This is an optimization exercise on Yosys and OpenROAD, whose aim is small area, a short achievable clock period and few clock cycles, not a production implementation. The RTL was checked by simulation tests, not by an equivalence proof against the original design. Power and IR drop assume default switching activity.

wip/tundra:
## police_meter
module police_meter #(
    parameter M  = 8,            
    parameter MW = 3             
) (
    input  wire        clk,
    input  wire        rst,
    input  wire        req_valid,
    output wire        req_ready,
    input  wire [1:0]  req_op,         
    input  wire [MW-1:0] req_meter,
    input  wire [47:0] req_time,       
    input  wire [13:0] req_len,        
    input  wire [7:0]  req_event,      
    input  wire [23:0] req_rate,       
    input  wire [20:0] req_burst,      
    input  wire        req_mode,       
    input  wire [5:0]  req_overhead,   
    input  wire [7:0]  req_open_id,    
    input  wire [7:0]  req_close_id,   
    input  wire [2:0]  req_flags,      
    output reg         resp_valid,
    output reg  [1:0]  resp_code,      
    output reg  [71:0] resp_tat,
    output reg  [M-1:0] resp_gates
);
clock: 22.0 ns
lec_check: 0
abc_clock_period_in_ps: 5000
cap_margin: 20
core_margin: 2
core_utilization: 60
slew_margin: 20
run.sh (not shown) runs the stock make flow with config.mk's settings and CLKGATE_MAP_FILE= SYNTH_SCRIPT=/design/flow/synth_recipe.tcl, a recipe that flattens the netlist after the stock synthesis.
wip/tundra finished every stage and its layout cleared the timing, design-rule and antenna checks.
Testbench counts of wip/tundra, summed over its fixed seeds: cycles 26,348.
Input changes introduced in wip/zinc (baseline for comparison: wip/tundra):
==> flow/flow/run.sh (new file) <==
#!/bin/bash
set -euo pipefail
export SETUP_SLACK_MARGIN=16
bash standard.sh > flow_make.log 2>&1
==> flow/standard.sh (new file) <==
#!/bin/bash
# synth_recipe.tcl (not shown) runs the flow's synth.tcl, then flattens the netlist and writes it again
# the make line also repeats each setting of config.mk as NAME=value (left out here)
make -C /OpenROAD-flow-scripts/flow DESIGN_CONFIG=/design/flow/config.mk WORK_HOME=/design/flow/orfs CLKGATE_MAP_FILE= SYNTH_SCRIPT=/design/flow/synth_recipe.tcl "${@:-finish}"
removed: flow/run.sh
- From wip/tundra to wip/zinc, core region area did not move at all.
- Going from wip/tundra to wip/zinc, non-clock buffer count rose by about 18%, finished layout cell area rose by 1900 µm².
- wip/zinc leaves more setup margin than wip/tundra.
- wip/zinc vs wip/tundra — number of CTS-inserted buffers dropped slightly
- Portion of the layout cell area used by clock cells: wip/zinc vs wip/tundra down 0.18 points
- Changes observed in wip/zinc relative to wip/tundra: final weighted congestion in routability-driven placement went up; sequential fraction of total cell area lost 0.55 points.
- Higher number of cells on the worst reg-to-reg path goes to wip/tundra over wip/zinc.
- Master of the slowest instance on the critical path = sky130_fd_sc_hd__dfxtp_4: wip/tundra; master of the slowest instance on the critical path = sky130_fd_sc_hd__a2111oi_1: wip/zinc
- Comparing share of power burned in the clock network for wip/tundra and wip/zinc, the bigger number came from wip/tundra.
Input-level comparison between wip/ember and wip/zinc:
Settings: CTS_CLUSTER_DIAMETER: unset -> 100; CTS_CLUSTER_SIZE: unset -> 25.
==> notes.md <==
Result: PASS for each of wip/zinc and wip/ember
Higher post-cts repair resize count was reported by wip/zinc, not wip/ember.
On floorplan core area, wip/zinc tracks wip/ember almost exactly.
Diff wip/ember..wip/zinc | count of flip-flops and latches | unchanged
Share of total power in the clock network, wip/zinc and wip/ember: lower on wip/ember
Taking wip/zinc as the reference, in wip/ember routed wire length fell by 1.7%, buffer and inverter count on the worst path now smaller.
Relative to wip/zinc, wire length on met3 has decreased by 9.2% in wip/ember.
Taking wip/zinc as the reference point, the final-layout clock-cell area share of wip/ember falls by 3.4 points.
wip/ember vs wip/zinc on normalized max-slew margin: wip/ember is the higher one.
Looking at maximum number of buffers from clock root to sink, wip/ember sits below wip/zinc.
Changes in wip/nickel relative to wip/ember:
--- a/flow/flow/run.sh
+++ b/flow/flow/run.sh
@@ -3 +3 @@
-export SETUP_SLACK_MARGIN=16
+export SETUP_SLACK_MARGIN=16.3
--- outcome ---
wip/nickel reached the final stage; the timing, design-rule and antenna checks on its layout passed.
Cmp wip/nickel vs wip/ember: final setup skew lower in wip/nickel
The estimated power of wip/nickel ends up higher than the estimate for wip/ember.
When wip/nickel is set beside wip/ember, its worst slack at placement turns out to be 180 ps larger.
[wip/nickel] combinational share of power rose 0.9 points relative to wip/ember
Looking at routed length on met3, wip/nickel sits 6.5% above wip/ember.
Taking wip/ember as the reference, in wip/nickel count of antenna diodes in the layout higher; post-route minimum period -180 ps; period utilization went down; part of the power in registers went down.

afterwards: timing with drivers on the ports:
The flow's constraints put no driver on any port. The routed layouts listed below were extracted and timed again, unchanged, in two steps. Step 1, drivers: a clkbuf_16 drives clk and a buf_2 each remaining input, both assumed. Step 2 adds t to the input delays and takes it off the output delays; t is the mean of the earliest and latest rising clock arrival at the registers after step 1. Input paths then give back, and output paths get back, about the clock's delay inside the block. a / b / c = ideal / step 1 / step 2; a / b = the first two.
| run | shift t [ns] | slack for setup (ns) | hold WS [ns] | latest minus earliest clock arrival (ns) | cell pins on the clock port's net |
|---|---|---|---|---|---|
| wip/tundra | 1.026 | 14.110 / 14.110 / 14.110 | 0.317 / 0.317 / 0.317 | 0.074 / 0.073 | 1 |
| wip/zinc | 1.008 | 15.921 / 15.921 / 15.159 | 0.285 / 0.285 / 0.285 | 0.105 / 0.105 | 1 |
| wip/ember | 0.939 | 15.961 / 15.961 / 15.142 | 0.302 / 0.302 / 0.302 | 0.071 / 0.071 | 1 |
| wip/nickel | 0.949 | 16.140 / 16.044 / 15.430 | 0.316 / 0.316 / 0.316 | 0.060 / 0.059 | 1 |
After both steps setup and hold are still met in every run listed. The setup slack of wip/ember, which loses most, moves by 0.000 ns with the drivers and by -0.819 ns with both steps.
